From an optimization exercise on the open Yosys and OpenROAD flow, aimed at small area; shortcuts taken in it are not production practice. Function was checked by simulation only, so behaviour that the tests miss may differ from the original. Power and IR drop assume default switching activity.

==> design/flow/design.v <==
module hb_stage #(
    parameter integer W = 32,
    parameter integer L = 5,
    parameter integer P = 0
) (
    input  wire         clk,
    input  wire         wr,
    input  wire         wr2,
    input  wire [W-1:0] din,
    output wire [W-1:0] head
);
    reg [W*L-1:0] r;
    assign head = r[W*L-1 -: W];
    generate
        if (L == 1) begin : g1
            always @(posedge clk) r <= wr ? din : head;
        end else if (P == 0) begin : gn
            always @(posedge clk) r <= {r[W*(L-1)-1:0], wr ? din : head};
        end else begin : gp
            always @(posedge clk)
                r <= {r[W*(L-1)-1:W*P], wr2 ? din : r[W*P-1 -: W],
                      r[W*(P-1)-1:0], wr ? din : head};
        end
    endgenerate
endmodule
module hb_decim (
    input  wire        clk,
    input  wire        rst,
    input  wire        in_valid,
    input  wire [31:0] in_data,
    output wire        t2_valid,
    output wire [31:0] t2_data,
    output wire        t3_valid,
    output wire [31:0] t3_data,
    output wire        t4_valid,
    output wire [31:0] t4_data,
    output wire        t5_valid,
    output wire [31:0] t5_data
);
    function integer m_of(input integer s);
        m_of = (s == 0) ? 5 : (s == 1) ? 7 : (s == 2) ? 11 : 19;
    endfunction
    function signed [22:0] coef(input [1:0] s, input [3:0] k);
        begin
            coef = 23'sd0;
            case (s)
                2'd0: case (k)
                    4'd0: coef =  23'sd2338087;
                    4'd1: coef = -23'sd241832;
                    4'd2: coef =  23'sd2887;
                    default: coef = 23'sd0;
                   endcase
                2'd1: case (k)
                    4'd0: coef =  23'sd2447711;
                    4'd1: coef = -23'sd393584;
                    4'd2: coef =  23'sd43147;
                    4'd3: coef = -23'sd349;
                    default: coef = 23'sd0;
                   endcase
                2'd2: case (k)
                    4'd0: coef =  23'sd2554595;
                    4'd1: coef = -23'sd593787;
                    4'd2: coef =  23'sd166659;
                    4'd3: coef = -23'sd33685;
                    4'd4: coef =  23'sd3382;
                    4'd5: coef = -23'sd28;
                    default: coef = 23'sd0;
                   endcase
                default: case (k)
                    4'd0: coef =  23'sd2639330;
                    4'd1: coef = -23'sd801240;
                    4'd2: coef =  23'sd397538;
                    4'd3: coef = -23'sd211800;
                    4'd4: coef =  23'sd109571;
                    4'd5: coef = -23'sd52170;
                    4'd6: coef =  23'sd21749;
                    4'd7: coef = -23'sd7383;
                    4'd8: coef =  23'sd1745;
                    4'd9: coef = -23'sd141;
                    default: coef = 23'sd0;
                   endcase
            endcase
        end
    endfunction
    reg  [31:0] x;           
    reg  [55:0] acc;
    reg  [55:0] p4;          
    reg         busy;        
    reg         pre;         
    reg   [1:0] stg;         
    reg         xp;          
    reg         hi;          
    reg         first;       
    reg   [4:0] kk;          
    reg         wdone;       
    reg   [3:0] tv;          
    reg   [3:0] pend;        
    reg         epend;       
    reg         prereq;      
    wire [31:0] e_head [0:3];
    wire [31:0] o_head [0:3];
    wire  [3:0] e_wr, e_wr2, o_wr;
    wire  [4:0] ea_v [0:3];
    wire  [5:0] cnt_v [0:3];
    wire  [3:0] o_old;
    wire  [3:0] in_s;        
    wire  [3:0] in_even;     
    wire [4:0] m_s   = m_of(stg);
    wire       rlast = (kk == m_s - 1);
    wire       t_end = busy && (xp ? hi : (rlast && hi && pre));
    wire       p_end = busy && !pre && xp && hi;       
    genvar s;
    generate
        for (s = 0; s < 4; s = s + 1) begin : g_st
            localparam integer M = (s == 0) ? 5 : (s == 1) ? 7 : (s == 2) ? 11 : 19;
            localparam integer K = (M + 1) / 2;
            reg [5:0] cnt;    
            reg [4:0] ea;     
            reg [3:0] oa;     
            wire [5:0] cnt_n = (cnt == 2*M + 2) ? 2*M + 1 : cnt + 1'b1;
            assign in_s[s]    = (s == 0) ? in_valid : (p_end && stg == s - 1);
            assign in_even[s] = in_s[s] && !cnt_n[0];
            assign cnt_v[s]   = cnt;
            assign ea_v[s]    = ea;
            if (s < 3) begin : g_wr
                assign e_wr[s]  = busy && (stg == s) && hi && !xp && (ea == M - 1) && !wdone;
                assign e_wr2[s] = 1'b0;
            end else begin : g_wr4
                assign e_wr[s]  = epend && (ea == M - 1);
                assign e_wr2[s] = epend && (ea == 8);
            end
            assign o_wr[s]  = pend[s] && (oa == K - 1);
            assign o_old[s] = (oa == K - 1);
            always @(posedge clk) begin
                if (rst) begin
                    cnt <= 6'd0;
                    ea  <= M - 1;
                    oa  <= K - 1;
                end else begin
                    if (in_s[s]) cnt <= cnt_n;
                    if (!e_wr[s] && !e_wr2[s]) ea <= (ea == 0) ? M - 1 : ea - 1'b1;
                    if (!o_wr[s]) oa <= (oa == 0) ? K - 1 : oa - 1'b1;
                end
            end
            hb_stage #(.W(32), .L(M), .P(s == 3 ? 10 : 0)) u_e (
                .clk(clk), .wr(e_wr[s]), .wr2(e_wr2[s]), .din(x), .head(e_head[s]));
            hb_stage #(.W(32), .L(K), .P(0)) u_o (
                .clk(clk), .wr(o_wr[s]), .wr2(1'b0), .din(x), .head(o_head[s]));
        end
    endgenerate
    wire  [4:0] ea_s  = ea_v[stg];
    wire  [5:0] cnt_s = cnt_v[stg] + pre;           
    wire  [4:0] pa    = wdone ? ea_s : ea_s + 1'b1;  
    wire        e_ok  = (cnt_s >= 2 * pa + 1);
    wire        c_ok  = (cnt_s >= m_s + 1);
    wire signed [31:0] opnd = !busy ? 32'sd0 : xp ? x : e_ok ? e_head[stg] : 32'sd0;
    wire  [4:0] t     = xp ? m_s : (m_s > 2 * pa ? m_s - 2 * pa : 2 * pa - m_s);
    wire signed [22:0] c  = coef(stg, t[4:1]);
    wire signed [11:0] ch = hi ? c[22:11] : {1'b0, c[10:0]};
    wire signed [43:0] prod = opnd * ch;
    wire [55:0] term  = hi ? {{1{prod[43]}}, prod, 11'd0} : {{12{prod[43]}}, prod};
    wire        ctr   = busy && !xp && !hi && (kk < (m_s + 1) / 2) && o_old[stg] && c_ok;
    wire [55:0] cterm = ctr ? {{2{o_head[stg][31]}}, o_head[stg], 22'd0} : 56'd0;
    wire [55:0] acc_in   = !first ? acc : (xp ? p4 : 56'd4194304);
    wire [55:0] acc_next = acc_in + term + cterm;
    function [31:0] sat(input [32:0] v);
        sat = (v[32] != v[31]) ? {v[32], {31{~v[32]}}} : v[31:0];
    endfunction
    always @(posedge clk) begin
        acc <= acc_next;
        if (busy && pre && t_end)
            p4 <= acc_next;
        if (rst) begin
            busy   <= 1'b0;
            pre    <= 1'b0;
            stg    <= 2'd0;
            xp     <= 1'b0;
            hi     <= 1'b0;
            first  <= 1'b0;
            kk     <= 5'd0;
            wdone  <= 1'b0;
            tv     <= 4'd0;
            pend   <= 4'd0;
            epend  <= 1'b0;
            prereq <= 1'b0;
        end else begin
            tv    <= 4'd0;
            first <= 1'b0;
            pend  <= (pend & ~o_wr) | (in_s & ~in_even);
            wdone <= wdone | (|e_wr[2:0]);
            if (e_wr[3] || e_wr2[3]) epend <= 1'b0;
            if (in_s[3] && !in_even[3]) prereq <= 1'b1;
            if (in_s[0])
                x <= in_data;
            if (busy) begin
                if (xp) begin
                    hi <= 1'b1;
                end else if (rlast) begin
                    kk <= 5'd0;
                    hi <= 1'b1;
                    if (hi) begin
                        xp <= 1'b1;
                        hi <= 1'b0;
                    end
                end else begin
                    kk <= kk + 1'b1;
                end
                if (t_end) begin
                    busy <= 1'b0;
                    if (!pre) tv[stg] <= 1'b1;
                end
                if (p_end && stg != 2'd3)
                    x <= sat(acc_next[55:23]);
            end
            if (|in_even) begin
                busy  <= 1'b1;
                pre   <= 1'b0;
                first <= 1'b1;
                kk    <= 5'd0;
                hi    <= 1'b0;
                wdone <= 1'b0;
                xp    <= in_even[3];
                stg   <= in_even[0] ? 2'd0 : in_even[1] ? 2'd1 : in_even[2] ? 2'd2 : 2'd3;
                if (in_even[3]) epend <= 1'b1;
            end else if (!busy && prereq && !pend[3]) begin
                busy   <= 1'b1;
                pre    <= 1'b1;
                first  <= 1'b1;
                kk     <= 5'd0;
                hi     <= 1'b0;
                wdone  <= 1'b0;
                xp     <= 1'b0;
                stg    <= 2'd3;
                prereq <= 1'b0;
            end
        end
    end
    assign t2_valid = tv[0];
    assign t3_valid = tv[1];
    assign t4_valid = tv[2];
    assign t5_valid = tv[3];
    assign t2_data = x;
    assign t3_data = x;
    assign t4_data = x;
    assign t5_data = sat(acc[55:23]);
endmodule
==> design/flow/run.sh <==
#!/bin/bash
# synth_recipe.tcl (not shown) runs the flow's synth.tcl, then flattens the netlist and writes it again
# the make line also repeats each setting of config.mk as NAME=value (left out here)
make -C /OpenROAD-flow-scripts/flow DESIGN_CONFIG=/design/flow/config.mk WORK_HOME=/design/flow/orfs CLKGATE_MAP_FILE= SYNTH_SCRIPT=/design/flow/synth_recipe.tcl finish
==> design/flow/config.mk <==
export PLATFORM = sky130hd
export DESIGN_NAME = hb_decim
export DESIGN_NICKNAME = hb_decim
export VERILOG_FILES = /design/flow/design.v
export SDC_FILE = /design/flow/constraint.sdc
export NUM_CORES = 4
export LEC_CHECK = 0
export ABC_AREA = 1
export CAP_MARGIN = 20
export CORE_MARGIN = 2
export CORE_UTILIZATION = 60
export CTS_BUF_LIST = sky130_fd_sc_hd__clkbuf_8
export CTS_CLUSTER_SIZE = 30
export PLACE_DENSITY = 0.75
export SLEW_MARGIN = 20
==> design/flow/constraint.sdc <==
create_clock -name core_clock -period 25.0 [get_ports {clk}]
set_input_delay 5.0000 -clock core_clock [delete_from_list [all_inputs] [get_ports {clk}]]
set_output_delay 5.0000 -clock core_clock [all_outputs]
set_load 0.01 [all_outputs]
==> qor.txt, run 1 <==
Status - no timing/DRC/antenna violations
Static power due to leakage - 37.3 nW
Total number of yosys warnings - 9
Number of core rows - 131
CTS tree - done
Accumulated negative setup slack - 0 ns
Max-cap violations - 0
Top fanout value on the critical path - 38
Kind of start point of the critical path - flop
Maximum clock frequency - 62.2 MHz
Wirelength, routed - 191,000 um
Vias per cell - 5.32
Post-synthesis cell count - 7,138
Max-Slew Margin vs Limit - 0.204
Clk buf depth - 4
Total number of nets in the final design - 8,047
Worst skew pair latency - 1.02 ns
Via count - 49.5k
Final critical-path required period - 16.09 ns
Worst path most repeated cell - sky130_fd_sc_hd__nand2_1
Commonest non-fill, non-tap cell in the layout - sky130_fd_sc_hd__dfxtp_1
Largest net degree at the start of global routing - 81
Net Count, Synth - 7,781
Number of setup buffers added after CTS - 0
Leading cell types in the layout, fill and taps excluded - sky130_fd_sc_hd__dfxtp_1, sky130_fd_sc_hd__nand2_1, sky130_fd_sc_hd__inv_1, sky130_fd_sc_hd__o21ai_0, sky130_fd_sc_hd__clkbuf_8
Number of hold buffers added after cts - 0
Flip-flop and latch area - 47,100 um^2
IO Pins - 167
Path category of the worst min-delay check - flop to flop
FFs w/ async S/R, synth - 0
Peak VDD IR - 0.0868 mV
Netlist area before placement - 77,000 um^2
Root buffer selected by CTS - sky130_fd_sc_hd__clkbuf_8
Initial Util - 0.604
Setup crit end kind - flop
Area of the die - 131,000 um^2
Number of global-route vias before repair - 50.7k
Synth-to-layout area growth - 12.5%
Initial DRT Pass Iterations - 6
Drt initial violations - 4,207
Wire length per cell after detailed routing - 20.5 um
Unique cell type count in the Yosys netlist - 60
Actual transition at the worst max-transition pin - 1.19 ns
Number of failing hold endpoints at the final stage - 0
Detailed placement HPWL - 131,000 um
Required time of the critical path - 25.65 ns
Number of resized instances in the post-cts repair step - 0
Number of buffers added by the clock tree synthesis step - 342
HP Start - g_st[0].u_o.r[0]
Clock H-tree levels - 5
Standard cell area after detailed placement - 79,900 um^2
Place WS - 9.21 ns
Number of antenna violations at the first check in global routing - 5
GPL Wtd Cong - 0.995
Fill cell count - 9,380
GR Util All Layers - 0.291
Source of the critical timing path - stg[0]
Post-DRT Antenna Nets - 0
Setup skew after layout - 0.125 ns
X dimension of the die - 362 um
Wire length of the first global-routing pass - 291,000 um
Setup violations, final - 0
RSZ-0062 raised after global routing - no
CTS sink count - 2,307
# DRC - 0
Period Utilization, post-route - 0.644
Reg clk slew, reported paths - 0.07 ns
Total non-filler cell area in the finished layout - 86,700 um^2
Arrival time reported for the critical path endpoint - 16.74 ns
Overall power - 8.54 mW
Biggest cell delay along the critical path - 0.70 ns
Worst setup margin - 8.91 ns
Critical register-to-register path startpoint - stg[0]
Leading register cell type out of synthesis - sky130_fd_sc_hd__dfxtp_1
Number of synthesized flops with an enable pin - 88
Library cell contributing the largest single delay on the critical path - sky130_fd_sc_hd__nand2_1
Number of cells after detailed placement - 8,721
Final slew viol count - 0
Pwr/cell area - 98.5 nW/um^2
Total congestion overflow - 0
Footprint of the multi-input gates - 25,400 um^2
Register bit total from synthesis - 2,307
Part of the Yosys area used for sequential elements - 0.611
Y dimension of the die - 362 um
Final instance count without filler cells - 9,314
Mean area per synthesized cell - 10.8 um^2
Startpoint-to-endpoint class of the critical path - flop to flop
Number of I/O port buffers - 166
Layout cells sized above 1 - 0.0865
Area of the core - 128,000 um^2
[synth_stat cells, drive strengths merged (6+ instances only)]
cell type,n,area (um^2)
buf,133,873
nand4,60,382
o221ai,14,123
o21ai,508,2560
o22ai,48,300
a21boi,39,293
edfxtp,88,2640
o21a,9,67.6
nand2,1255,4790
and3,6,37.5
nor2,310,1240
or2,10,62.6
o211ai,79,593
a31oi,34,213
dfxtp,2219,44400
xnor2,45,394
inv,829,3110
fa,375,7510
a211oi,11,82.6
ha,233,2920
a21oi,270,1350
nor3,36,191
clkinv,10,37.5
nor4,11,68.8
xor2,73,639
a21o,11,82.6
clkbuf,181,679
nand3,207,1090
and2,6,37.5
[layer usage]
metal	vias to the layer above	GRT usage	part of all wire
li1	23127	-	-
met1	24066	0.390	0.43
met2	1870	0.465	0.46
met3	469	0.0579	0.071
met4	2	0.120	0.039
met5	-	0	0.000068
[registers in the layout, summed over array words and instances (netlist names), 2 cells and up]
register    count
g_st.cnt       24
tv              4
pend            4
g_st.u_o.r    736
acc            56
x              32
g_st.oa        16
g_st.u_e.r   1344
g_st.ea        20
kk              5
stg             2
p4             56
[area by class of cell]
cell class / count / share of cell area
Inverter: 839 / 0.0364
Antenna cell: 6 / 0.000173
Clock buffer: 431 / 0.0684
Multi-Input combinational cell: 3678 / 0.293
Sequential cell: 2307 / 0.543
Tap cell: 1662 / 0.0240
Timing Repair Buffer: 236 / 0.0252
Clock inverter: 155 / 0.00973
[cells by family (layout without fill, tap and decap cells)]
family / after synthesis / after routing / synth area share
multiplexers: 4 / 4 / 0.000520
flip-flops: 2307 / 2307 / 0.611
other: 0 / 6 / 0
AO/OA/AOI/OAI: 1044 / 1044 / 0.0758
XOR/XNOR: 118 / 118 / 0.0134
buffers and inverters: 1153 / 1661 / 0.0610
AND/OR/NAND/NOR: 1904 / 1904 / 0.103
adder cells (fa/ha/maj): 608 / 608 / 0.135
[final timing paths]
| check | to | slack [ns] | depth (start not counted) |
|---|---|---|---|
| worst max register to register | x[3] | 8.91 | 67 |
| worst min register to register | g_st[0].u_o.r[32] | 0.26 | 0 |
| worst max-delay path | x[3] | 8.91 | 67 |
| worst min-delay path | g_st[0].u_o.r[32] | 0.26 | 0 |
[through the flow]
stage,hold slack (ns),utilization
floorplan,0.310,-
global placement,0.310,0.626
detailed placement,0.312,0.626
CTS,0.253,0.679
global route,0.260,0.680
finish,0.261,0.680
[report_power, final]
group          leakage, nW  total [mW]  switching, mW  internal (mW)
logic                 14.7        1.66           1.17          0.484
registers             18.8        3.93         0.0614           3.86
clock network         3.86        2.96           1.35           1.61
total                 37.3        8.54           2.58           5.96
[worst max-delay path, delay by kind of cell (launching register included)]
family / cells / cell delay [ns]
and+or+nand+nor: 25 / 4.21
xor gates and xnor gates: 2 / 0.51
AOI/OAI and AO/OA: 16 / 3.04
DFF: 1 / 0.41
adders and majority gates: 13 / 5.62
buffers and inverters: 11 / 1.94
==> run 2, diff against run 1 <==
==> design/flow/config.mk (replaced) <==
export PLATFORM = sky130hd
export DESIGN_NAME = hb_decim
export DESIGN_NICKNAME = hb_decim
export VERILOG_FILES = /design/flow/design.v
export SDC_FILE = /design/flow/constraint.sdc
export NUM_CORES = 4
export LEC_CHECK = 0
export CAP_MARGIN = 20
export CORE_MARGIN = 2
export CORE_UTILIZATION = 40
export CTS_CLUSTER_DIAMETER = 80
export CTS_CLUSTER_SIZE = 30
export PLACE_DENSITY = 0.6
export SLEW_MARGIN = 20
==> run 2 against run 1 <==
  * Wire length is 4.6% lower
  * Largest power group unchanged
  * Clock skew is 0.063 ns lower
  * Die area is 50% higher
  * Power is 13% lower
  * Sequential share of layout area is 1.4 points higher
  * Critical path depth is 10 lower
  * Design area is 2.5% lower
  * Combinational power is 7% lower
  * Setup slack worse by 2.9 ns
  * Cell count is 3.9% lower
==> qor.txt, run 2 <==
Most flops, register - g_st.u_e.r
X dimension of the die - 443 um
Most frequently used cell type in the post-synthesis netlist - sky130_fd_sc_hd__dfxtp_1
Number of hold buffers added after cts - 0
Setup violations, final - 0
End point of the worst hold path - g_st[0].u_e.r[151]
Largest net degree at the start of global routing - 62
Arrival time reported for the critical path endpoint - 19.46 ns
Top fanout value on the critical path - 48
Worst skew pair latency - 0.82 ns
Pwr/cell area - 88.2 nW/um^2
Number of I/O port buffers - 166
Clock H-tree levels - 3
Static power due to leakage - 35.5 nW
Reg-to-reg endpoint - x[1]
Max-cap violations - 0
Worst reg-to-reg setup slack - 6.03 ns
Setup crit end kind - flop
Leading cell types in the layout, fill and taps excluded - sky130_fd_sc_hd__dfxtp_1, sky130_fd_sc_hd__nand2_1, sky130_fd_sc_hd__inv_1, sky130_fd_sc_hd__fa_1, sky130_fd_sc_hd__mux2_2
Root buffer selected by CTS - sky130_fd_sc_hd__clkbuf_16
Total number of nets in the final design - 7,022
Initial Util - 0.402
Number of instances on the worst hold path - 0
Via count - 43.7k
Startpoint-to-endpoint class of the critical path - flop to flop
Setup skew after layout - 0.0622 ns
Number of antenna violations at the first check in global routing - 5
Accumulated negative setup slack - 0 ns
Period Utilization, post-route - 0.759
Max-Slew Margin vs Limit - 0.207
Critical register-to-register path startpoint - stg[0]
RSZ-0062 raised after global routing - no
GR Util All Layers - 0.184
Number of flip-flops under the largest register name - 1,344
Unique cell type count in the Yosys netlist - 98
Synth-to-layout area growth - 9.43%
Clk buf depth - 3
Cell type with the largest total area after synthesis - sky130_fd_sc_hd__dfxtp_1
Mean area per synthesized cell - 12.1 um^2
Layout cells sized above 1 - 0.0827
Total number of yosys warnings - 9
Actual transition at the worst max-transition pin - 1.18 ns
Wirelength, routed - 182,000 um
Detailed placement HPWL - 128,000 um
# DRC - 0
Register bit total from synthesis - 2,307
Maximum clock frequency - 52.7 MHz
Number of buffers added by the clock tree synthesis step - 103
Peak VDD IR - 0.0792 mV
Netlist area before placement - 77,200 um^2
Status - no timing/DRC/antenna violations
Vias per cell - 4.89
Final slew viol count - 0
IO Pins - 167
Library cell contributing the largest single delay on the critical path - sky130_fd_sc_hd__mux2_2
Wire length per cell after detailed routing - 20.3 um
Post-synthesis cell count - 6,378
Kind of start point of the critical path - flop
Number of core rows - 161
Post-DRT Antenna Nets - 0
Fill cell count - 17.7k
Number of resized instances in the post-cts repair step - 0
Overall power - 7.46 mW
Drt initial violations - 3,245
CTS tree - done
Logic depth of the worst register-to-register path - 57
Net Count, Synth - 7,021
Share of the core filled with cells - 0.440
Reg clk slew, reported paths - 0.10 ns
Biggest cell delay along the critical path - 0.74 ns
Final critical-path required period - 18.97 ns
Number of failing hold endpoints at the final stage - 0
Area of the die - 197,000 um^2
Y dimension of the die - 443 um
GPL Wtd Cong - 0.934
HP Start - g_st[0].u_e.r[119]
Number of global-route vias before repair - 44.4k
Fraction of post-synthesis cell area in the top cell type by area - 0.575
Most used standard cells in the synthesized netlist - sky130_fd_sc_hd__dfxtp_1, sky130_fd_sc_hd__nand2_1, sky130_fd_sc_hd__inv_1, sky130_fd_sc_hd__fa_1, sky130_fd_sc_hd__mux2_2
Synth area leaders - sky130_fd_sc_hd__dfxtp_1, sky130_fd_sc_hd__fa_1, sky130_fd_sc_hd__ha_1
Area of the core - 192,000 um^2
Total congestion overflow - 0
Initial DRT Pass Iterations - 7
Leading register cell type out of synthesis - sky130_fd_sc_hd__dfxtp_1
Wire length of the first global-routing pass - 276,000 um
Required time of the critical path - 25.49 ns
Number of setup buffers added after CTS - 0
CTS sink count - 2,307
Part of the Yosys area used for sequential elements - 0.609
Largest registers - g_st.u_e.r x1344, g_st.u_o.r x736
Number of synthesized flops with an enable pin - 88
Commonest non-fill, non-tap cell in the layout - sky130_fd_sc_hd__dfxtp_1
FFs w/ async S/R, synth - 0
Path category of the worst min-delay check - flop to flop
run 2: power by group:
| group | leakage (nW) | internal, mW | switching, mW |
|---|---|---|---|
| Clock | 1.59 | 0.829 | 1.17 |
| Combinational | 15.2 | 0.513 | 1.04 |
| Sequential | 18.8 | 3.85 | 0.0577 |
| Total | 35.5 | 5.19 | 2.26 |
run 2: worst max-delay path by stage:
stage / startpoint / endpoint / slack (ns) / cells after the start
after global placement: stg[0] / x[1] / 6.96 / 56
after CTS: stg[0] / x[1] / 6.33 / 57
final: stg[0] / x[1] / 6.03 / 57
after floorplan: stg[1] / x[11] / 9.25 / 65
after global routing: stg[0] / x[3] / 4.86 / 61
after detailed placement: stg[0] / x[30] / 6.44 / 59
run 2: cell families (layout without fill, tap and decap cells):
| kind of cell | Yosys count | in the layout | share of synthesized area |
|---|---|---|---|
| simple gates | 1292 | 1292 | 0.0767 |
| other cells | 0 | 1 | 0 |
| buf+inv | 933 | 975 | 0.0494 |
| mux | 283 | 283 | 0.0407 |
| compound gates | 827 | 827 | 0.0745 |
| fa+ha+maj | 608 | 608 | 0.135 |
| xor+xnor | 128 | 128 | 0.0145 |
| flops | 2307 | 2307 | 0.609 |
run 2: through the flow:
step                setup WS (ns)  area (um^2)  cells  hold WS, ns
floorplan                    9.25        77200   6378        0.310
global placement             6.96        81200   8799        0.310
detailed placement           6.44        81200   8799        0.312
CTS                          6.33        84500   8945        0.276
global route                 4.86        84500   8947        0.280
finish                       6.03        84500   8947        0.290
run 2: critical path: cells and delay by family (launching register included):
family / cells / cell delay (ns)
buffers and inverters: 7 / 0.91
flip-flops: 1 / 0.42
XOR/XNOR: 2 / 0.53
AND/OR/NAND/NOR: 15 / 3.74
adder cells (fa/ha/maj): 13 / 6.32
multiplexers: 5 / 2.07
AO/OA/AOI/OAI: 15 / 4.59
run 2: layout make-up:
class | instances | area, um^2 | share of cell area
well taps | 2526 | 3160 | 0.0374
repair buffers | 247 | 2280 | 0.0270
multi-input cells | 3138 | 26500 | 0.314
clock inverters | 34 | 646 | 0.00764
flip-flops and latches | 2307 | 47100 | 0.557
inverters | 582 | 2180 | 0.0258
clock buffers | 112 | 2650 | 0.0314
diodes | 1 | 2.50 | 0.0000296
run 2: metal layers:
| metal | wire length, um | GRT usage | part of all wire | vias to the layer above |
|---|---|---|---|---|
| met3 | 8660 | 0.0274 | 0.048 | 302 |
| li1 | - | - | - | 20691 |
| met4 | 9840 | 0.0942 | 0.054 | 4 |
| met5 | 27 | 0 | 0.00015 | - |
| met2 | 81600 | 0.292 | 0.45 | 1029 |
| met1 | 81700 | 0.245 | 0.45 | 21723 |
==> run 3, diff against run 2 <==
--- a/design/flow/config.mk
+++ b/design/flow/config.mk
@@ -10,4 +10,2 @@
 export CORE_UTILIZATION = 40
-export CTS_CLUSTER_DIAMETER = 80
-export CTS_CLUSTER_SIZE = 30
 export PLACE_DENSITY = 0.6
==> run 3 against run 2 <==
  * Die area stayed put
  * Still clean on timing, DRC and antenna
  * Register-to-register slack better by 0.09 ns
  * Highest routed layer unchanged
  * Via count is 2.0% higher
==> qor.txt, run 3 <==
Critical path buffer and inverter count - 7
Total number of yosys warnings - 9
Number of cells after detailed placement - 8,799
Root buffer selected by CTS - sky130_fd_sc_hd__clkbuf_16
Status - no timing/DRC/antenna violations
Initial Util - 0.402
Number of synthesized flops with an enable pin - 88
Period Utilization, post-route - 0.755
Accumulated negative setup slack - 0 ns
Fill cell count - 17.3k
Register bit total from synthesis - 2,307
Path category of the worst min-delay check - flop to flop
Flip-flop and latch area - 47,100 um^2
IO Pins - 167
Layout cells sized above 1 - 0.113
Mean area per synthesized cell - 12.1 um^2
Number of setup buffers added after CTS - 0
Maximum clock frequency - 53.0 MHz
Final instance count without filler cells - 9,192
Fraction of post-synthesis cell area in the top cell type by area - 0.575
Overall power - 8.76 mW
Arrival time reported for the critical path endpoint - 19.42 ns
Final slew viol count - 0
Number of global-route vias before repair - 45.9k
Standard cell area after detailed placement - 81,200 um^2
Total congestion overflow - 0
CTS sink count - 2,307
Pwr/cell area - 98.9 nW/um^2
Commonest non-fill, non-tap cell in the layout - sky130_fd_sc_hd__dfxtp_1
Wirelength, routed - 185,000 um
Place WS - 6.44 ns
Peak VDD IR - 0.0763 mV
Number of resized instances in the post-cts repair step - 0
Wire length of the first global-routing pass - 283,000 um
Most frequently used cell type in the post-synthesis netlist - sky130_fd_sc_hd__dfxtp_1
Clk buf depth - 3
Number of failing hold endpoints at the final stage - 0
Footprint of the multi-input gates - 26,500 um^2
Area of the core - 192,000 um^2
Post-DRT Antenna Nets - 0
Detailed placement HPWL - 128,000 um
Cell family with the largest share of critical-path delay - adder cells
Actual transition at the worst max-transition pin - 1.17 ns
Number of I/O port buffers - 166
Required time of the critical path - 25.54 ns
Y dimension of the die - 443 um
Total number of nets in the final design - 7,129
Setup crit end kind - flop
Final critical-path required period - 18.88 ns
Synth area leaders - sky130_fd_sc_hd__dfxtp_1, sky130_fd_sc_hd__fa_1, sky130_fd_sc_hd__ha_1
Clock H-tree levels - 4
Worst setup margin - 6.12 ns
Worst skew pair latency - 0.86 ns
Leading register cell type out of synthesis - sky130_fd_sc_hd__dfxtp_1
Number of flip-flops under the largest register name - 1,344
FFs w/ async S/R, synth - 0
Netlist area before placement - 77,200 um^2
Number of hold buffers added after cts - 0
Number of core rows - 161
RSZ-0062 raised after global routing - no
Kind of start point of the critical path - flop
Max-cap violations - 0
Startpoint-to-endpoint class of the critical path - flop to flop
Largest net degree at the start of global routing - 62
Area of the die - 197,000 um^2
# DRC - 0
Via count - 44.6k
X dimension of the die - 443 um
Library cell contributing the largest single delay on the critical path - sky130_fd_sc_hd__mux2_2
Largest registers - g_st.u_e.r x1344, g_st.u_o.r x736
Most flops, register - g_st.u_e.r
Unique cell type count in the Yosys netlist - 98
Static power due to leakage - 37.5 nW
Post-synthesis cell count - 6,378
Net Count, Synth - 7,021
Leading cell types in the layout, fill and taps excluded - sky130_fd_sc_hd__dfxtp_1, sky130_fd_sc_hd__nand2_1, sky130_fd_sc_hd__inv_1, sky130_fd_sc_hd__fa_1, sky130_fd_sc_hd__mux2_2
Setup violations, final - 0
Part of the Yosys area used for sequential elements - 0.609
Share of the core filled with cells - 0.461
GPL Wtd Cong - 0.934
Top fanout value on the critical path - 48
Reg clk slew, reported paths - 0.07 ns
Biggest cell delay along the critical path - 0.74 ns
Setup skew after layout - 0.0526 ns
Number of buffers added by the clock tree synthesis step - 210
Fin Hold WS - 0.299 ns
Drt initial violations - 3,212
CTS tree - done
GR Util All Layers - 0.189
Wire length per cell after detailed routing - 20.2 um
Total non-filler cell area in the finished layout - 88,600 um^2
Max-Slew Margin vs Limit - 0.213
Most used standard cells in the synthesized netlist - sky130_fd_sc_hd__dfxtp_1, sky130_fd_sc_hd__nand2_1, sky130_fd_sc_hd__inv_1, sky130_fd_sc_hd__fa_1, sky130_fd_sc_hd__mux2_2
Number of antenna violations at the first check in global routing - 7
Synth-to-layout area growth - 14.7%
Cell type with the largest total area after synthesis - sky130_fd_sc_hd__dfxtp_1
Initial DRT Pass Iterations - 9
Vias per cell - 4.86
## run 3: cell types whose count changed in the layout (fill, tap and decap cells not counted), sizes merged
cell / before / now
clkbuf: 112 / 288
clkinv: 17 / 57
bufinv: 2 / 17
clkinvlp: 0 / 14
## run 3: kinds of logic (layout without fill, tap and decap cells)
group,count (synthesis),count (layout),share of synthesized area
mux,283,283,0.0407
xor+xnor,128,128,0.0145
other cells,0,1,0
compound gates,827,827,0.0745
buf+inv,933,1220,0.0494
fa+ha+maj,608,608,0.135
flops,2307,2307,0.609
simple gates,1292,1292,0.0767
## run 3: cell type report
class                           count  share of cell area
Antenna cell                        1           0.0000282
Clock buffer                      288              0.0683
Clock inverter                    103              0.0147
Inverter                          582              0.0247
Multi-Input combinational cell   3138               0.300
Sequential cell                  2307               0.531
Tap cell                         2526              0.0357
Timing Repair Buffer              247              0.0257
## run 3: worst paths after layout
kind	startpoint	end	slack (ns)	cells after the start
hold reg to reg	g_st[0].u_o.r[62]	g_st[0].u_o.r[94]	0.30	0
hold / removal	g_st[0].u_o.r[62]	g_st[0].u_o.r[94]	0.30	0
setup / recovery	stg[0]	x[1]	6.12	57
setup reg to reg	stg[0]	x[1]	6.12	57
## run 3: power by group
| group | switching (mW) | leakage, nW | internal [mW] | total [mW] |
|---|---|---|---|---|
| clock | 1.40 | 3.60 | 1.89 | 3.30 |
| combinational | 1.04 | 15.2 | 0.513 | 1.55 |
| sequential | 0.0576 | 18.8 | 3.85 | 3.91 |
## run 3: routing by layer
layer  GRT usage  part of all wire
met2       0.297              0.45
met4       0.101             0.055
met5           0           0.00011
met1       0.247              0.44
met3      0.0353             0.053
==> run 4, diff against run 3 <==
--- a/design/flow/config.mk
+++ b/design/flow/config.mk
@@ -10,2 +10,4 @@
 export CORE_UTILIZATION = 40
+export CTS_CLUSTER_DIAMETER = 60
+export CTS_CLUSTER_SIZE = 24
 export PLACE_DENSITY = 0.6
==> run 4 against run 3 <==
  * Still clean
  * Wire length decreased by 1.3%
  * Register-to-register slack worse by 0.07 ns
  * Highest routed layer unchanged
  * Clock-buffer cell count is 138 lower
  * Sequential power hardly changed
  * Synthesized cell count unchanged
  * Power decreased by 9.8%
  * Setup slack got worse by 0.066 ns
  * Design area shrank 3.0%
  * Non-clock buffer count is the same
  * Cell count decreased by 1.9%
  * Clock skew is 0.0049 ns lower
  * Largest cell class unchanged
  * Area after synthesis unchanged
==> qor.txt, run 4 <==
Biggest cell delay along the critical path - 0.71 ns
Combinational fraction of design power - 0.196
Part of the Yosys area used for sequential elements - 0.609
Psw - 2.40 mW
Leading register cell type out of synthesis - sky130_fd_sc_hd__dfxtp_1
Worst path most repeated cell - sky130_fd_sc_hd__inv_1
Maximum clock frequency - 52.8 MHz
Detailed placement HPWL - 128,000 um
Vias per cell - 4.88
Sequential cell fraction of total power - 0.494
Number of synthesized flops with an enable pin - 88
Arrival time reported for the critical path endpoint - 19.47 ns
Post-DRT Antenna Nets - 0
Synth area leaders - sky130_fd_sc_hd__dfxtp_1, sky130_fd_sc_hd__fa_1, sky130_fd_sc_hd__ha_1
Largest registers - g_st.u_e.r x1344, g_st.u_o.r x736
Kind of start point of the critical path - flop
Required time of the critical path - 25.52 ns
Number of setup buffers added after CTS - 0
Switching part of the total power - 0.304
Total number of yosys warnings - 9
Setup crit end kind - flop
Cell family with the largest share of critical-path delay - adder cells
Worst setup margin - 6.05 ns
Number of instances on the worst hold path - 0
FFs w/ async S/R, synth - 0
Mean area per synthesized cell - 12.1 um^2
# DRC - 0
Area of the die - 197,000 um^2
Setup skew after layout - 0.0478 ns
Worst skew pair latency - 0.84 ns
Most frequently used cell type in the post-synthesis netlist - sky130_fd_sc_hd__dfxtp_1
Int Pwr - 5.50 mW
Total congestion overflow - 0
Startpoint-to-endpoint class of the critical path - flop to flop
Fraction of post-synthesis cell area in the top cell type by area - 0.575
Layout cells sized above 1 - 0.0922
Place WS - 6.44 ns
Number of core rows - 161
Period Utilization, post-route - 0.758
Initial DRT Pass Iterations - 8
Peak VDD IR - 0.0903 mV
Netlist area before placement - 77,200 um^2
Clock H-tree levels - 4
Wire length of the first global-routing pass - 279,000 um
Net Count, Synth - 7,021
Root buffer selected by CTS - sky130_fd_sc_hd__clkbuf_16
Unique cell type count in the Yosys netlist - 98
Number of hold buffers added after cts - 0
Synth-to-layout area growth - 11.2%
RSZ-0062 raised after global routing - no
Number of global-route vias before repair - 44.9k
Drt initial violations - 3,446
Total number of nets in the final design - 7,058
Initial Util - 0.402
Worst reg-to-reg setup slack - 6.05 ns
Accumulated negative setup slack - 0 ns
Static power due to leakage - 36.2 nW
Wire length per cell after detailed routing - 20.3 um
Wirelength, routed - 183,000 um
Area of the core - 192,000 um^2
GPL Wtd Cong - 0.934
Proportion of power drawn by the clock network - 0.310
Max-cap violations - 0
Most used standard cells in the synthesized netlist - sky130_fd_sc_hd__dfxtp_1, sky130_fd_sc_hd__nand2_1, sky130_fd_sc_hd__inv_1, sky130_fd_sc_hd__fa_1, sky130_fd_sc_hd__mux2_2
Max-Slew Margin vs Limit - 0.190
Register bit total from synthesis - 2,307
IO Pins - 167
Largest net degree at the start of global routing - 62
Final slew viol count - 0
Setup violations, final - 0
X dimension of the die - 443 um
Clk buf depth - 3
Top fanout value on the critical path - 48
CTS sink count - 2,307
End point of the worst hold path - g_st[2].u_o.r[132]
Reg-to-reg endpoint - x[1]
Most flops, register - g_st.u_e.r
Overall power - 7.90 mW
Library cell contributing the largest single delay on the critical path - sky130_fd_sc_hd__ha_4
HP Start - g_st[2].u_o.r[100]
Cell type with the largest total area after synthesis - sky130_fd_sc_hd__dfxtp_1
Critical register-to-register path startpoint - stg[0]
Y dimension of the die - 443 um
Actual transition at the worst max-transition pin - 1.21 ns
Critical path buffer and inverter count - 10
Via count - 44.0k
Number of flip-flops under the largest register name - 1,344
Pwr/cell area - 92.0 nW/um^2
Number of resized instances in the post-cts repair step - 0
Number of antenna violations at the first check in global routing - 5
Leading cell types in the layout, fill and taps excluded - sky130_fd_sc_hd__dfxtp_1, sky130_fd_sc_hd__nand2_1, sky130_fd_sc_hd__inv_1, sky130_fd_sc_hd__fa_1, sky130_fd_sc_hd__mux2_2
CTS tree - done
Number of buffers added by the clock tree synthesis step - 139
Logic depth of the worst register-to-register path - 61
Commonest non-fill, non-tap cell in the layout - sky130_fd_sc_hd__dfxtp_1
Reg clk slew, reported paths - 0.09 ns
Post-synthesis cell count - 6,378
Status - no timing/DRC/antenna violations
GR Util All Layers - 0.186
Number of I/O port buffers - 166
Path category of the worst min-delay check - flop to flop
Final critical-path required period - 18.95 ns
Source of the critical timing path - stg[0]
Number of failing hold endpoints at the final stage - 0
-- run 4: logic make-up after synthesis --
logic type | after synthesis | share of synthesized area
AO/OA/AOI/OAI | 827 | 0.0745
buffers and inverters | 933 | 0.0494
adder cells (fa/ha/maj) | 608 | 0.135
flip-flops | 2307 | 0.609
XOR/XNOR | 128 | 0.0145
multiplexers | 283 | 0.0407
AND/OR/NAND/NOR | 1292 | 0.0767
-- run 4: power by group through the flow --
| stage | Combinational, mW | Clock [mW] | Sequential, mW |
|---|---|---|---|
| 3_5_place_dp | 1.50 | 0 | 3.99 |
| 2_1_floorplan | 0.939 | 0 | 3.97 |
| 6_report | 1.55 | 2.45 | 3.91 |
| 4_1_cts | 1.51 | 2.51 | 3.91 |
| 5_1_grt | 1.64 | 2.65 | 3.92 |
| 3_3_place_gp | 1.51 | 0 | 3.99 |
-- run 4: stage by stage --
step / instance area, um^2 / utilization / hold WS (ns) / cells
detailed placement: 81200 / 0.422 / 0.312 / 8799
finish: 85900 / 0.447 / 0.306 / 9014
global route: 85900 / 0.447 / 0.311 / 9013
CTS: 85800 / 0.447 / 0.298 / 9011
global placement: 81200 / 0.422 / 0.310 / 8799
floorplan: 77200 / - / 0.310 / 6378
-- run 4: routing by layer --
metal  track usage  up-vias  part of all wire  wire (um)
met2         0.295     1138              0.45      82100
met5             0        -           0.00011         21
met4        0.0903        4             0.053       9660
li1              -    20816                 -          -
met3        0.0331      338             0.052       9430
met1         0.246    21727              0.45      81700
-- run 4: final cells by class --
class	count	area, um^2
Timing Repair Buffer	247	2280
Clock buffer	150	3590
Clock inverter	62	1060
Inverter	582	2180
Tap cell	2526	3160
Multi-Input combinational cell	3138	26500
Antenna cell	2	5.00
Sequential cell	2307	47100
Fill cell	17626	106000
-- run 4: worst max path at each step --
stage,to,slack (ns),cells after the start
after floorplan,x[11],9.25,65
after global placement,x[1],6.96,56
after detailed placement,x[30],6.44,59
after CTS,x[1],6.32,57
after global routing,x[3],4.85,61
final,x[1],6.05,61
==> run 5, diff against run 4 <==
--- a/design/flow/design.v
+++ b/design/flow/design.v
@@ -116,6 +116,9 @@
             localparam integer K = (M + 1) / 2;
-            reg [5:0] cnt;    
-            reg [4:0] ea;     
-            reg [3:0] oa;     
-            wire [5:0] cnt_n = (cnt == 2*M + 2) ? 2*M + 1 : cnt + 1'b1;
+            localparam integer CW = (s == 0) ? 4 : (s == 3) ? 6 : 5;
+            localparam integer EW = (s < 2) ? 3 : (s == 2) ? 4 : 5;
+            localparam integer OW = (s < 2) ? 2 : (s == 2) ? 3 : 4;
+            reg [CW-1:0] cnt;    
+            reg [EW-1:0] ea;     
+            reg [OW-1:0] oa;     
+            wire [CW-1:0] cnt_n = (cnt == 2*M + 2) ? 2*M + 1 : cnt + 1'b1;
             assign in_s[s]    = (s == 0) ? in_valid : (p_end && stg == s - 1);
@@ -135,3 +138,3 @@
                 if (rst) begin
-                    cnt <= 6'd0;
+                    cnt <= 0;
                     ea  <= M - 1;
--- a/design/flow/config.mk
+++ b/design/flow/config.mk
@@ -10,4 +10,4 @@
 export CORE_UTILIZATION = 40
-export CTS_CLUSTER_DIAMETER = 60
-export CTS_CLUSTER_SIZE = 24
+export CTS_CLUSTER_DIAMETER = 80
+export CTS_CLUSTER_SIZE = 30
 export PLACE_DENSITY = 0.6
==> run 5 against run 4 <==
  * Maximum frequency down 0.57%
  * Die area decreased by 0.94%
  * Non-clock buffer count down 6
  * Highest routed layer is now met4
  * Hold slack lost 0.0047 ns
  * Design area decreased by 3.0%
  * Critical path depth decreased by 3
  * Combinational power down 12%
  * Via count decreased by 4.5%
  * Wire length shrank 4.9%
  * Cell count is 3.7% lower
  * Register-to-register slack got worse by 0.11 ns
  * Synthesized cell count fell by 3.8%
==> qor.txt, run 5 <==
Mean area per synthesized cell - 12.5 um^2
Fraction of post-synthesis cell area in the top cell type by area - 0.577
Final slew viol count - 0
CTS sink count - 2,293
Detailed placement HPWL - 123,000 um
Number of hold buffers added after cts - 0
Worst path most repeated cell - sky130_fd_sc_hd__inv_1
Accumulated negative setup slack - 0 ns
Max-Slew Margin vs Limit - 0.172
Worst skew pair latency - 0.78 ns
GPL Wtd Cong - 0.923
Y dimension of the die - 441 um
Leading register cell type out of synthesis - sky130_fd_sc_hd__dfxtp_1
Cell family with the largest share of critical-path delay - compound AO/OA/AOI/OAI gates
Layout cells sized above 1 - 0.0945
Wire length of the first global-routing pass - 263,000 um
Maximum clock frequency - 52.5 MHz
Largest net degree at the start of global routing - 59
Netlist area before placement - 76,500 um^2
Net Count, Synth - 6,778
Wirelength, routed - 174,000 um
Part of the Yosys area used for sequential elements - 0.611
Final instance count without filler cells - 8,684
X dimension of the die - 441 um
FFs w/ async S/R, synth - 0
GR Util All Layers - 0.178
Clk buf depth - 3
Number of core rows - 160
Number of I/O port buffers - 166
Post-synthesis cell count - 6,134
Status - no timing/DRC/antenna violations
Total number of nets in the final design - 6,780
Static power due to leakage - 34.8 nW
Top fanout value on the critical path - 41
Biggest cell delay along the critical path - 0.88 ns
Clock H-tree levels - 3
Unique cell type count in the Yosys netlist - 99
Largest registers - g_st.u_e.r x1344, g_st.u_o.r x736
Library cell contributing the largest single delay on the critical path - sky130_fd_sc_hd__o21ai_4
Vias per cell - 4.84
Post-DRT Antenna Nets - 0
Final critical-path required period - 19.06 ns
Wire length per cell after detailed routing - 20.0 um
Reg clk slew, reported paths - 0.11 ns
Cell type with the largest total area after synthesis - sky130_fd_sc_hd__dfxtp_1
Place WS - 5.75 ns
Initial DRT Pass Iterations - 8
Number of resized instances in the post-cts repair step - 0
Number of buffers added by the clock tree synthesis step - 94
Startpoint-to-endpoint class of the critical path - flop to flop
Commonest non-fill, non-tap cell in the layout - sky130_fd_sc_hd__dfxtp_1
Total number of yosys warnings - 9
Setup crit end kind - flop
Synth area leaders - sky130_fd_sc_hd__dfxtp_1, sky130_fd_sc_hd__fa_1, sky130_fd_sc_hd__mux2_2
Peak VDD IR - 0.0907 mV
Number of setup buffers added after CTS - 0
Pwr/cell area - 85.0 nW/um^2
Register bit total from synthesis - 2,293
# DRC - 0
Path category of the worst min-delay check - flop to flop
Actual transition at the worst max-transition pin - 1.21 ns
Most used standard cells in the synthesized netlist - sky130_fd_sc_hd__dfxtp_1, sky130_fd_sc_hd__inv_1, sky130_fd_sc_hd__nand2_1, sky130_fd_sc_hd__fa_1, sky130_fd_sc_hd__mux2_2
Kind of start point of the critical path - flop
Via count - 42.0k
RSZ-0062 raised after global routing - no
IO Pins - 167
Initial Util - 0.402
Area of the die - 195,000 um^2
Synth-to-layout area growth - 8.87%
Number of failing hold endpoints at the final stage - 0
Area of the core - 190,000 um^2
Setup skew after layout - 0.0459 ns
Critical path buffer and inverter count - 10
Worst setup margin - 5.94 ns
Most flops, register - g_st.u_e.r
Fill cell count - 17.5k
Setup violations, final - 0
Total congestion overflow - 0
Required time of the critical path - 25.44 ns
Number of synthesized flops with an enable pin - 88
Max-cap violations - 0
Most frequently used cell type in the post-synthesis netlist - sky130_fd_sc_hd__dfxtp_1
Number of global-route vias before repair - 41.7k
Root buffer selected by CTS - sky130_fd_sc_hd__clkbuf_16
CTS tree - done
Number of flip-flops under the largest register name - 1,344
Number of antenna violations at the first check in global routing - 4
Standard cell area after detailed placement - 80,400 um^2
Total non-filler cell area in the finished layout - 83,300 um^2
Leading cell types in the layout, fill and taps excluded - sky130_fd_sc_hd__dfxtp_1, sky130_fd_sc_hd__inv_1, sky130_fd_sc_hd__nand2_1, sky130_fd_sc_hd__fa_1, sky130_fd_sc_hd__mux2_2
Period Utilization, post-route - 0.762
Drt initial violations - 3,063
Number of cells after detailed placement - 8,550
Arrival time reported for the critical path endpoint - 19.50 ns
-- run 5: cell count changes in the layout (fill, tap and decap cells not counted), moves of 11 or more --
cell	change
sky130_fd_sc_hd__dfxtp_1	-14
sky130_fd_sc_hd__a22oi_1	+11
sky130_fd_sc_hd__mux2_2	+67
sky130_fd_sc_hd__mux2i_1	+24
sky130_fd_sc_hd__and2_1	-14
sky130_fd_sc_hd__nor3_1	-14
sky130_fd_sc_hd__nand2_1	-224
sky130_fd_sc_hd__clkbuf_16	-44
sky130_fd_sc_hd__a211oi_1	-24
-- run 5: final cells by class --
cell class | instances | area [um^2] | share of cell area
antenna | 4 | 10.0 | 0.000120
clock buffer | 105 | 2420 | 0.0291
clock inverter | 24 | 440 | 0.00529
inverter | 589 | 2210 | 0.0265
multi-input combinational | 2917 | 26100 | 0.313
sequential | 2293 | 46800 | 0.562
tap | 2511 | 3140 | 0.0377
timing repair buffer | 241 | 2220 | 0.0266
-- run 5: stage by stage --
step	power, mW	hold WS, ns	utilization
final	7.08	0.301	0.438
after global routing	7.37	0.295	0.438
after CTS	7.13	0.292	0.438
after detailed placement	5.31	0.312	0.423
after global placement	5.31	0.310	0.423
after floorplan	4.82	0.310	-
-- run 5: path summary, 6_finish.rpt --
kind / from / endpoint / slack, ns / cells after the start
max reg2reg: stg[0] / x[24] / 5.94 / 58
min: g_st[3].u_o.r[171] / g_st[3].u_o.r[203] / 0.30 / 0
min reg2reg: g_st[3].u_o.r[171] / g_st[3].u_o.r[203] / 0.30 / 0
max: stg[0] / x[24] / 5.94 / 58
-- run 5: kinds of logic (layout without fill, tap and decap cells) --
| kind of cell | Yosys count | in the layout | synth area share |
|---|---|---|---|
| AO/OA/AOI/OAI | 793 | 793 | 0.0722 |
| buffers and inverters | 924 | 959 | 0.0500 |
| other | 0 | 4 | 0 |
| flip-flops | 2293 | 2293 | 0.611 |
| XOR/XNOR | 116 | 116 | 0.0133 |
| adder cells (fa/ha/maj) | 609 | 609 | 0.136 |
| multiplexers | 375 | 375 | 0.0544 |
| AND/OR/NAND/NOR | 1024 | 1024 | 0.0623 |
-- run 5: where the power goes --
| group | internal (mW) | switching [mW] | leakage [nW] |
|---|---|---|---|
| sequential | 3.81 | 0.0472 | 18.7 |
| combinational | 0.439 | 0.936 | 14.7 |
| clock | 0.730 | 1.11 | 1.38 |
-- run 5: metal layers --
| metal | global-route usage | wire, um |
|---|---|---|
| met1 | 0.234 | 77000 |
| met2 | 0.296 | 82500 |
| met3 | 0.0203 | 6640 |
| met4 | 0.0782 | 7810 |
| met5 | 0 | 0 |
==> run 6, diff against run 5 <==
==> design/flow/flow/run.sh (new file) <==
#!/bin/bash
# Own flow: the standard layout (standard.sh, unchanged synthesis, floorplan,
# placement, routing), with two settings passed to ORFS's own scripts:
#  - port buffers use the smallest buffer cell (buffer_ports -buffer_cell);
#  - clock tree synthesis clusters up to 30 sinks within 80 um and inserts no
#    dummy loads.
# The full output of the ORFS run goes to standard.log in the work folder;
# ORFS's per-step logs stay under orfs/logs/.
set -euo pipefail
export BUFFER_PORTS_ARGS="-buffer_cell sky130_fd_sc_hd__buf_1"
export CTS_ARGS="-sink_clustering_enable -repair_clock_nets -sink_clustering_size 30 -sink_clustering_max_diameter 80 -dont_use_dummy_load"
bash standard.sh > standard.log 2>&1
==> design/flow/standard.sh (new file) <==
#!/bin/bash
# synth_recipe.tcl (not shown) runs the flow's synth.tcl, then flattens the netlist and writes it again
# the make line also repeats each setting of config.mk as NAME=value (left out here)
make -C /OpenROAD-flow-scripts/flow DESIGN_CONFIG=/design/flow/config.mk WORK_HOME=/design/flow/orfs CLKGATE_MAP_FILE= SYNTH_SCRIPT=/design/flow/synth_recipe.tcl "${@:-finish}"
removed: design/flow/run.sh
==> run 6 against run 5 <==
  * Largest cell class unchanged
  * Setup slack lost 0.61 ns
  * Critical path depth is the same
  * Sequential power is essentially flat
  * Area after synthesis is the same
==> qor.txt, run 6 <==
Status - no timing/DRC/antenna violations
Total number of nets in the final design - 6,778
Detailed placement HPWL - 122,000 um
Peak VDD IR - 0.0769 mV
Cell type with the largest total area after synthesis - sky130_fd_sc_hd__dfxtp_1
Max-cap violations - 0
CTS sink count - 2,293
Setup crit end kind - flop
Mean area per synthesized cell - 12.5 um^2
# DRC - 0
Number of failing hold endpoints at the final stage - 0
Most flops, register - g_st.u_e.r
Setup skew after layout - 0.116 ns
Period Utilization, post-route - 0.787
Number of antenna violations at the first check in global routing - 5
Layout cells sized above 1 - 0.0905
Area of the core - 190,000 um^2
Path category of the worst min-delay check - flop to flop
Number of core rows - 160
GPL Wtd Cong - 0.895
Biggest cell delay along the critical path - 0.96 ns
Synth area leaders - sky130_fd_sc_hd__dfxtp_1, sky130_fd_sc_hd__fa_1, sky130_fd_sc_hd__mux2_2
Clock H-tree levels - 3
Via count - 42.1k
Number of synthesized flops with an enable pin - 88
Wire length of the first global-routing pass - 262,000 um
Reg clk slew, reported paths - 0.10 ns
Number of hold buffers added after cts - 0
Net Count, Synth - 6,778
RSZ-0062 raised after global routing - no
Netlist area before placement - 76,500 um^2
Cell family with the largest share of critical-path delay - compound AO/OA/AOI/OAI gates
Worst skew pair latency - 0.78 ns
Fill cell count - 17.6k
Wirelength, routed - 175,000 um
X dimension of the die - 441 um
Clk buf depth - 3
Pwr/cell area - 84.0 nW/um^2
Final slew viol count - 0
Commonest non-fill, non-tap cell in the layout - sky130_fd_sc_hd__dfxtp_1
Number of flip-flops under the largest register name - 1,344
Fraction of post-synthesis cell area in the top cell type by area - 0.577
Area of the die - 195,000 um^2
Critical path buffer and inverter count - 10
Root buffer selected by CTS - sky130_fd_sc_hd__clkbuf_16
Arrival time reported for the critical path endpoint - 20.08 ns
Startpoint-to-endpoint class of the critical path - flop to flop
Largest net degree at the start of global routing - 60
Static power due to leakage - 34.1 nW
Post-synthesis cell count - 6,134
Post-DRT Antenna Nets - 0
Initial Util - 0.402
Vias per cell - 4.87
Number of resized instances in the post-cts repair step - 0
Wire length per cell after detailed routing - 20.2 um
IO Pins - 167
Synth-to-layout area growth - 6.89%
Share of the core filled with cells - 0.430
Kind of start point of the critical path - flop
Accumulated negative setup slack - 0 ns
Required time of the critical path - 25.42 ns
Part of the Yosys area used for sequential elements - 0.611
Max-Slew Margin vs Limit - 0.214
Total congestion overflow - 0
FFs w/ async S/R, synth - 0
Library cell contributing the largest single delay on the critical path - sky130_fd_sc_hd__o21ai_4
Number of setup buffers added after CTS - 0
Register bit total from synthesis - 2,293
CTS tree - done
Top fanout value on the critical path - 43
Initial DRT Pass Iterations - 7
Actual transition at the worst max-transition pin - 1.17 ns
Most used standard cells in the synthesized netlist - sky130_fd_sc_hd__dfxtp_1, sky130_fd_sc_hd__inv_1, sky130_fd_sc_hd__nand2_1, sky130_fd_sc_hd__fa_1, sky130_fd_sc_hd__mux2_2
Drt initial violations - 3,204
Setup violations, final - 0
GR Util All Layers - 0.179
Leading cell types in the layout, fill and taps excluded - sky130_fd_sc_hd__dfxtp_1, sky130_fd_sc_hd__inv_1, sky130_fd_sc_hd__nand2_1, sky130_fd_sc_hd__fa_1, sky130_fd_sc_hd__mux2_2
Final critical-path required period - 19.67 ns
Total number of yosys warnings - 9
Number of global-route vias before repair - 41.8k
Largest registers - g_st.u_e.r x1344, g_st.u_o.r x736
Y dimension of the die - 441 um
Most frequently used cell type in the post-synthesis netlist - sky130_fd_sc_hd__dfxtp_1
Number of buffers added by the clock tree synthesis step - 95
Leading register cell type out of synthesis - sky130_fd_sc_hd__dfxtp_1
Maximum clock frequency - 50.8 MHz
Unique cell type count in the Yosys netlist - 99
Number of I/O port buffers - 166
==> run 6: cell counts after synthesis <==
No cell type changed its count.
==> run 6: through the flow <==
step / area [um^2] / instances / setup WS (ns) / hold WS (ns) / power [mW]
after CTS: 81800 / 8643 / 5.51 / 0.228 / 6.92
after detailed placement: 79400 / 8548 / 5.56 / 0.312 / 5.23
after global routing: 81800 / 8644 / 4.13 / 0.217 / 7.16
after floorplan: 76500 / 6134 / 9.80 / 0.310 / 4.82
final: 81800 / 8645 / 5.33 / 0.233 / 6.87
after global placement: 79400 / 8546 / 5.76 / 0.310 / 5.23
==> run 6: power breakdown <==
group	internal (mW)	switching, mW
sequential	3.81	0.0507
clock	0.681	1.02
combinational	0.367	0.934
==> run 6: worst reg2reg max path, delay by kind of cell, from the launching register on <==
family          cells  cell delay (ns)
compound gates     21             6.99
fa+ha+maj          13             5.79
buf+inv            10             2.43
simple gates        9             2.36
mux                 3             0.89
flops               1             0.57
xor+xnor            2             0.35
==> run 6: cell families (layout without fill, tap and decap cells) <==
kind of cell    count (synthesis)  count (layout)  share of synthesized area
mux                           375             375                     0.0544
xor+xnor                      116             116                     0.0133
buf+inv                       924             922                     0.0500
compound gates                793             793                     0.0722
other cells                     0               2                          0
fa+ha+maj                     609             609                      0.136
simple gates                 1024            1024                     0.0623
flops                        2293            2293                      0.611
==> run 6: cell type report <==
cell class | instances | area, um^2 | area share
Timing Repair Buffer | 238 | 1190 | 0.0145
Antenna cell | 2 | 5.00 | 0.0000612
Multi-Input combinational cell | 2917 | 26100 | 0.319
Clock buffer | 95 | 2380 | 0.0291
Sequential cell | 2293 | 46800 | 0.572
Inverter | 589 | 2210 | 0.0270
Tap cell | 2511 | 3140 | 0.0384
==> run 6: worst paths after layout <==
check	from	slack, ns	end	cells after the start
worst min register to register	g_st[2].u_o.r[31]	0.23	g_st[2].u_o.r[63]	0
worst min-delay path	g_st[2].u_o.r[31]	0.23	g_st[2].u_o.r[63]	0
worst max-delay path	stg[0]	5.33	x[14]	58
worst max register to register	stg[0]	5.33	x[14]	58
==> run 6: metal layers <==
layer | GRT usage | vias up | part of all wire
met5 | 0 | - | 0
met4 | 0.0832 | 0 | 0.049
met3 | 0.0198 | 270 | 0.037
met2 | 0.296 | 821 | 0.47
met1 | 0.235 | 21131 | 0.44
li1 | - | 19893 | -
==> run 7, diff against run 6 <==
--- a/design/flow/design.v
+++ b/design/flow/design.v
@@ -115,3 +115,3 @@
             localparam integer M = (s == 0) ? 5 : (s == 1) ? 7 : (s == 2) ? 11 : 19;
-            localparam integer K = (M + 1) / 2;
+            localparam integer K = (s == 3) ? (M - 1) / 2 : (M + 1) / 2;
             localparam integer CW = (s == 0) ? 4 : (s == 3) ? 6 : 5;
@@ -154,3 +154,3 @@
     wire  [4:0] ea_s  = ea_v[stg];
-    wire  [5:0] cnt_s = cnt_v[stg] + pre;           
+    wire  [5:0] cnt_s = cnt_v[stg] + {pre, 1'b0};    
     wire  [4:0] pa    = wdone ? ea_s : ea_s + 1'b1;  
@@ -164,3 +164,3 @@
     wire [55:0] term  = hi ? {{1{prod[43]}}, prod, 11'd0} : {{12{prod[43]}}, prod};
-    wire        ctr   = busy && !xp && !hi && (kk < (m_s + 1) / 2) && o_old[stg] && c_ok;
+    wire        ctr   = busy && !xp && !hi && (kk < (pre ? (m_s - 1) / 2 : (m_s + 1) / 2)) && o_old[stg] && c_ok;
     wire [55:0] cterm = ctr ? {{2{o_head[stg][31]}}, o_head[stg], 22'd0} : 56'd0;
@@ -187,3 +187,3 @@
             epend  <= 1'b0;
-            prereq <= 1'b0;
+            prereq <= 1'b1;
         end else begin
@@ -194,3 +194,2 @@
             if (e_wr[3] || e_wr2[3]) epend <= 1'b0;
-            if (in_s[3] && !in_even[3]) prereq <= 1'b1;
             if (in_s[0])
@@ -226,4 +225,7 @@
                 stg   <= in_even[0] ? 2'd0 : in_even[1] ? 2'd1 : in_even[2] ? 2'd2 : 2'd3;
-                if (in_even[3]) epend <= 1'b1;
-            end else if (!busy && prereq && !pend[3]) begin
+                if (in_even[3]) begin
+                    epend  <= 1'b1;
+                    prereq <= 1'b1;
+                end
+            end else if (!busy && prereq && !epend) begin
                 busy   <= 1'b1;
==> run 7 against run 6 <==
  * Highest routed layer unchanged
  * Still clean
  * Combinational power about the same
  * Design area decreased by 1.5%
  * Core utilization fell by 0.098 points
  * Critical endpoint is now x[12]
  * Non-clock buffer count is 14 lower
  * Synthesized cell count fell by 0.24%
  * Global-route usage fell by 0.58 points
==> qor.txt, run 7 <==
Fraction of post-synthesis cell area in the top cell type by area - 0.576
GPL Wtd Cong - 0.906
Max-cap violations - 0
CTS sink count - 2,261
Cell family with the largest share of critical-path delay - compound AO/OA/AOI/OAI gates
Most flops, register - g_st.u_e.r
Period Utilization, post-route - 0.728
Number of core rows - 159
Total number of yosys warnings - 9
Largest net degree at the start of global routing - 72
X dimension of the die - 439 um
RSZ-0062 raised after global routing - no
Path category of the worst min-delay check - flop to flop
Number of I/O port buffers - 166
Biggest cell delay along the critical path - 1.00 ns
Top fanout value on the critical path - 42
Required time of the critical path - 25.58 ns
# DRC - 0
Number of flip-flops under the largest register name - 1,344
Area of the core - 188,000 um^2
Fin Hold WS - 0.233 ns
Root buffer selected by CTS - sky130_fd_sc_hd__clkbuf_16
Final slew viol count - 0
Int Pwr - 4.77 mW
Kind of start point of the critical path - flop
Initial Util - 0.402
Number of failing hold endpoints at the final stage - 0
Switching part of the total power - 0.300
Vias per cell - 4.83
Post-DRT Antenna Nets - 0
Share of the core filled with cells - 0.429
Final critical-path required period - 18.19 ns
Largest registers - g_st.u_e.r x1344, g_st.u_o.r x704
Number of antenna violations at the first check in global routing - 3
Number of hold buffers added after cts - 0
Static power due to leakage - 33.6 nW
Mean area per synthesized cell - 12.3 um^2
Combinational fraction of design power - 0.194
Y dimension of the die - 439 um
Synth-to-layout area growth - 6.63%
Sequential cell fraction of total power - 0.560
Arrival time reported for the critical path endpoint - 18.77 ns
Detailed placement HPWL - 118,000 um
Netlist area before placement - 75,600 um^2
Pwr/cell area - 84.6 nW/um^2
Worst skew pair latency - 0.76 ns
Number of global-route vias before repair - 41.6k
Fill cell count - 17.4k
Setup crit end kind - flop
Worst path most repeated cell - sky130_fd_sc_hd__fa_1
Most frequently used cell type in the post-synthesis netlist - sky130_fd_sc_hd__dfxtp_1
Total non-filler cell area in the finished layout - 80,600 um^2
Source of the critical timing path - stg[0]
Psw - 2.05 mW
Number of buffers added by the clock tree synthesis step - 93
Cell type with the largest total area after synthesis - sky130_fd_sc_hd__dfxtp_1
Register bit total from synthesis - 2,261
Unique cell type count in the Yosys netlist - 86
Proportion of power drawn by the clock network - 0.246
Total congestion overflow - 0
CTS tree - done
Leading register cell type out of synthesis - sky130_fd_sc_hd__dfxtp_1
Setup skew after layout - 0.102 ns
Post-synthesis cell count - 6,119
Drt initial violations - 2,936
Worst reg-to-reg setup slack - 6.81 ns
GR Util All Layers - 0.173
Wire length of the first global-routing pass - 255,000 um
Part of the Yosys area used for sequential elements - 0.611
Leading cell types in the layout, fill and taps excluded - sky130_fd_sc_hd__dfxtp_1, sky130_fd_sc_hd__inv_1, sky130_fd_sc_hd__nand2_1, sky130_fd_sc_hd__fa_1, sky130_fd_sc_hd__mux2_2
Initial DRT Pass Iterations - 18
Library cell contributing the largest single delay on the critical path - sky130_fd_sc_hd__nor2_2
Startpoint-to-endpoint class of the critical path - flop to flop
Critical path buffer and inverter count - 8
Clk buf depth - 3
Total number of nets in the final design - 6,735
IO Pins - 167
Critical register-to-register path startpoint - stg[0]
Most used standard cells in the synthesized netlist - sky130_fd_sc_hd__dfxtp_1, sky130_fd_sc_hd__inv_1, sky130_fd_sc_hd__nand2_1, sky130_fd_sc_hd__fa_1, sky130_fd_sc_hd__mux2_2
Reg clk slew, reported paths - 0.11 ns
Via count - 41.4k
Net Count, Synth - 6,763
Setup violations, final - 0
Actual transition at the worst max-transition pin - 1.08 ns
FFs w/ async S/R, synth - 0
Maximum clock frequency - 55.0 MHz
Number of setup buffers added after CTS - 0
Accumulated negative setup slack - 0 ns
Max-Slew Margin vs Limit - 0.258
Synth area leaders - sky130_fd_sc_hd__dfxtp_1, sky130_fd_sc_hd__fa_1, sky130_fd_sc_hd__mux2_2
Number of synthesized flops with an enable pin - 88
Wirelength, routed - 167,000 um
Peak VDD IR - 0.0682 mV
Standard cell area after detailed placement - 78,200 um^2
Wire length per cell after detailed routing - 19.5 um
Commonest non-fill, non-tap cell in the layout - sky130_fd_sc_hd__dfxtp_1
Clock H-tree levels - 3
HP Start - g_st[3].u_e.r[177]
Layout cells sized above 1 - 0.0841
Area of the die - 192,000 um^2
Status - no timing/DRC/antenna violations
Number of resized instances in the post-cts repair step - 0
run 7: cell count changes after synthesis, sizes merged, moves of 11 or more:
cell and change:
o21ai +46, nor3 +11, nand2 +31, a22oi -13, nor2b -13, xor2 +12
a211oi +13, o211ai -30, dfxtp -32, and3 -11, a21oi +21, a21o -11
run 7: through the flow:
step / total power, mW / std cells / setup WS [ns]
finish: 6.82 / 8586 / 6.81
global route: 7.10 / 8585 / 5.51
CTS: 6.86 / 8584 / 7.00
detailed placement: 5.20 / 8491 / 7.05
global placement: 5.21 / 8491 / 7.57
floorplan: 4.74 / 6119 / 9.54
run 7: final timing paths:
check / endpoint / cells past startpoint
worst min register to register: g_st[3].u_e.r[209] / 0
worst min-delay path: g_st[3].u_e.r[209] / 0
worst max-delay path: x[12] / 59
worst max register to register: x[12] / 59
run 7: metal layers:
layer / part of all wire / up-vias / GRT usage
met5: 0 / - / 0
met4: 0.040 / 0 / 0.0711
met3: 0.047 / 241 / 0.0221
met2: 0.46 / 964 / 0.279
met1: 0.45 / 20556 / 0.235
li1: - / 19686 / -
run 7: final cells by class:
type	count	area, um^2	share of cell area
sequential	2261	46100	0.573
multi-input combinational	2920	25700	0.319
clock buffer	93	2330	0.0289
antenna	2	5.00	0.0000621
inverter	591	2220	0.0275
tap	2495	3120	0.0387
timing repair buffer	224	1060	0.0132
run 7: logic make-up (layout without fill, tap and decap cells):
logic type | count (synthesis) | after routing | share of synthesized area
AO/OA/AOI/OAI | 801 | 801 | 0.0717
XOR/XNOR | 122 | 122 | 0.0141
adder cells (fa/ha/maj) | 609 | 609 | 0.138
buffers and inverters | 938 | 908 | 0.0509
flip-flops | 2261 | 2261 | 0.611
multiplexers | 363 | 363 | 0.0532
other | 0 | 2 | 0
AND/OR/NAND/NOR | 1025 | 1025 | 0.0613
run 7: power by group through the flow:
stage                     clock network [mW]  registers [mW]  logic [mW]
after detailed placement                   0            3.90        1.30
after CTS                               1.74            3.82        1.30
final                                   1.68            3.82        1.32
after floorplan                            0            3.88       0.865
after global routing                    1.86            3.84        1.41
after global placement                     0            3.90        1.31
run 7: worst register-to-register path: cells and delay by family (launching register included):
| family | cells | cell delay [ns] |
|---|---|---|
| muxes | 3 | 0.61 |
| buffers and inverters | 8 | 1.69 |
| and+or+nand+nor | 11 | 3.05 |
| DFF | 1 | 0.51 |
| adders and majority gates | 12 | 5.63 |
| AOI/OAI and AO/OA | 22 | 6.01 |
| xor gates and xnor gates | 3 | 0.56 |

## static timing again, ports no longer ideal
The flow's constraints put no driver on any port. The routed layouts listed below were extracted and timed again, unchanged, in two steps.
Step 1 (the two cells are an assumption about what drives the block):
set clk [get_ports {clk}]
set_driving_cell -lib_cell sky130_fd_sc_hd__clkbuf_16 $clk
set_driving_cell -lib_cell sky130_fd_sc_hd__buf_2 [delete_from_list [all_inputs] $clk]
Step 2 times the ports against the registers' clock, not the clock port: input delays grow and output delays shrink by t, the midpoint of the rising clock arrivals with the driver on.
Slacks: no drivers / after step 1 / after step 2; pairs: no drivers / after step 1.
run	t, ns	setup slack, ns	latest minus earliest clock arrival (ns)
run 1	1.035	8.910 / 8.910 / 8.910	0.125 / 0.126
run 2	0.863	6.031 / 6.031 / 6.031	0.078 / 0.079
run 3	0.917	6.117 / 6.117 / 6.117	0.053 / 0.053
run 4	0.899	6.052 / 6.052 / 6.052	0.050 / 0.051
run 5	0.849	5.944 / 5.944 / 5.944	0.046 / 0.046
run 6	0.806	5.331 / 5.331 / 5.331	0.115 / 0.116
run 7	0.790	6.810 / 6.810 / 6.810	0.104 / 0.104
After both steps setup and hold are still met in every run listed.
